Context: an optimization exercise on an open-source flow, tuned for small area. The choices shown serve that exercise and are no tape-out recipe. Only simulation tests tie the RTL to the original design; equivalence was not proved. Power is estimated from default activity; no workload was simulated.

Setup of job 101:
Design sinc_df, start of the top module:
module sinc_df (
    input  wire        clk,
    input  wire        rst,           
    input  wire [2:0]  cfg_ord,       
    input  wire [8:0]  cfg_osr,       
    input  wire [23:0] cfg_ofs,       
    input  wire [23:0] cfg_gain,      
    input  wire        restart,       
    input  wire        clk_loss,      
    input  wire        bit_valid,     
    input  wire        bit_in,
    output reg         out_stb,       
    output reg  [15:0] df_result,     
    output reg         df_valid,
    output reg  [6:0]  df_count,      
    output wire        settling,
    output reg         stuck,
    output reg  [15:0] loss_count     
);
clock: 22.0 ns
lec_check: 0
abc_area: 1
cap_margin: 20
core_margin: 2
core_utilization: 70
slew_margin: 20
standard.sh (not shown) runs the stock make flow with config.mk's settings and CLKGATE_MAP_FILE= SYNTH_SCRIPT=/design/flow/synth_recipe.tcl, a recipe that flattens the netlist after the stock synthesis.
==> flow/flow/run.sh <==
#!/bin/bash
# Standard layout, with three changes to how it is made:
#  - after the standard synthesis, its combinational logic is re-mapped for
#    area by ABC (registers, full adder cells and tie cells untouched),
#  - ports are buffered with sky130_fd_sc_hd__buf_1,
#  - CTS inserts no dummy loads.
set -euo pipefail
export BUFFER_PORTS_ARGS="-buffer_cell sky130_fd_sc_hd__buf_1"
export CTS_ARGS="-sink_clustering_enable -repair_clock_nets -sink_clustering_size 16 -sink_clustering_max_diameter 50 -buf_list sky130_fd_sc_hd__clkbuf_8 -dont_use_dummy_load"
bash standard.sh synth > standard_synth.log 2>&1
R=$PWD/orfs/results/$FLOW_PLATFORM/sinc_df/base
LIB=$FLOW_HOME/platforms/sky130hd/lib/sky130_fd_sc_hd__tt_025C_1v80.lib
cp $R/1_2_yosys.v standard_synth_netlist.v
sed -e "s#@LIB@#$LIB#g" -e "s#@IN@#$PWD/standard_synth_netlist.v#" -e "s#@OUT@#$PWD/reopt_netlist.v#" -e "s#@FLOW@#$PWD/flow#" flow/reopt.ys.in > reopt.ys
yosys -s reopt.ys > reopt.log 2>&1
cp reopt_netlist.v $R/1_2_yosys.v
bash standard.sh > standard.log 2>&1
Other scripts of this flow, unchanged in this note and not shown: flow/flow/abc_reopt.script, flow/flow/reopt.ys.in
Edits applied to the flow inputs when going from job 101 to job 102:
-- flow/design.v --
<<< job 101, line 73
    reg        pend_ok;               
    reg [31:0] integ1, integ2, integ3, integ4;
    reg [31:0] z1, z2, z3;           
    reg [2:0]  cs;                    
    wire s1 = ((cs == 3'd1) || (cs == 3'd6)) && n4;     
>>> job 102, line 73
    reg        pend_ok;               
    reg [31:0] integ1, integ2, integ3, integ4;
    reg [31:0] z1, z2, z3;            
    reg [2:0]  cs;                    
    wire s1 = ((cs == 3'd1) || (cs == 3'd6)) && n4;     
<<< job 101, line 95
    wire        pend = (cs == 3'd1);    
    reg [31:0] pc;                    
    reg [8:0]  pacc;
    reg [1:0]  pm;                    
    wire       p32 = cfg_osr[8] & n4;
    wire [8:0] psum;
    wire       psum_co;
    sinc_df_add #(9) u_pm (.a(pacc), .b(cfg_osr & {9{~pc[0]}}), .ci(1'b0), .s(psum), .co(psum_co));
    reg  [4:0] cnt;
    reg        busy;
>>> job 102, line 95
    wire        pend = (cs == 3'd1);    
    reg [31:0] pc;                    
    reg [7:0]  pacc;                  
    reg [1:0]  pm;                    
    wire       p32 = cfg_osr[8] & n4;
    wire [8:0] psum;                  
    sinc_df_add #(9) u_pm (.a({1'b0, pacc}), .b(cfg_osr & {9{~pc[0]}}), .ci(1'b0), .s(psum), .co());
    reg  [4:0] cnt;
    reg        busy;
<<< job 101, line 109
    wire        ge;                   
    sinc_df_add #(33) u_div (.a({x, 1'b0}), .b({~p32, pc}), .ci(1'b1), .s(trial), .co(ge));
    reg [24:0] accl;
    reg [22:0] acck;
    reg        ta, tb, ts;
>>> job 102, line 108
    wire        ge;                   
    sinc_df_add #(33) u_div (.a({x, 1'b0}), .b({~p32, pc}), .ci(1'b1), .s(trial), .co(ge));
    reg [24:0] accl;                  
    reg [22:0] acck;
    reg        ta, tb, ts;
<<< job 101, line 229
        if (rst || restart) begin
            pc   <= ~{23'd0, cfg_osr};
            pacc <= 9'd0;
            pm   <= nm1;
            cnt  <= 5'd31;
>>> job 102, line 228
        if (rst || restart) begin
            pc   <= ~{23'd0, cfg_osr};
            pacc <= 8'd0;
            pm   <= nm1;
            cnt  <= 5'd31;
<<< job 101, line 238
            if (pm != 2'd0) begin
                pc   <= {~psum[0], pc[31:1]};
                pacc <= {psum_co, psum[8:1]};
                if (cnt == 5'd0)
                    pm <= pm - 2'd1;
>>> job 102, line 237
            if (pm != 2'd0) begin
                pc   <= {~psum[0], pc[31:1]};
                pacc <= psum[8:1];
                if (cnt == 5'd0)
                    pm <= pm - 2'd1;
### Flow results
Job 101 went all the way through synthesis, placement and routing and the layout is clean on timing, DRC and antenna. Job 102 went all the way through synthesis, placement and routing and the layout is clean on timing, DRC and antenna. Between job 101 and job 102, the hold violation total from the final report does not differ in any meaningful way. Changes observed in job 102 relative to job 101: placer congestion estimate went up by 3.1%, setup slack rose 0.066 ns, met1 routed wirelength after detailed routing now sits lower, cell leakage power climbed 2.1%, wire length of the first global-routing pass went down by 1.0%. Diff job 101 -> job 102: non-clock buffer count rose by 1, minimum clock period fell by 0.066 ns, die extent in y fell by 0.41%, proportion of final cell area spent on non-clock buffers stayed essentially flat. Between job 102 and job 101, global-route track usage on met1 is higher for job 101, job 102 comes in under that. Against job 101, job 102 reports a maximum operating frequency that is higher. Power: job 102 draws more than job 101.

[what the ideal ports hide]
In the flow no input, the clock included, has a driving cell. The finished layouts below were timed again as built, in two steps. Step 1, drivers: a clkbuf_16 drives clk and a buf_2 each remaining input, both assumed. Step 2 times the ports against the registers' clock, not the clock port: input delays grow and output delays shrink by t, the midpoint of the rising clock arrivals with the driver on. Slacks: no drivers / after step 1 / after step 2; pairs: no drivers / after step 1.
| run | shift t [ns] | setup slack, ns | worst data-port slew with drivers (ns) |
|---|---|---|---|
| job 101 | 0.582 | 1.019 / 1.044 / 0.462 | 0.06 |
| job 102 | 0.586 | 1.084 / 1.110 / 0.524 | 0.04 |
After both steps setup and hold are still met in every run listed. The setup slack of job 102, which loses most, moves by +0.026 ns with the drivers and by -0.560 ns with both steps.
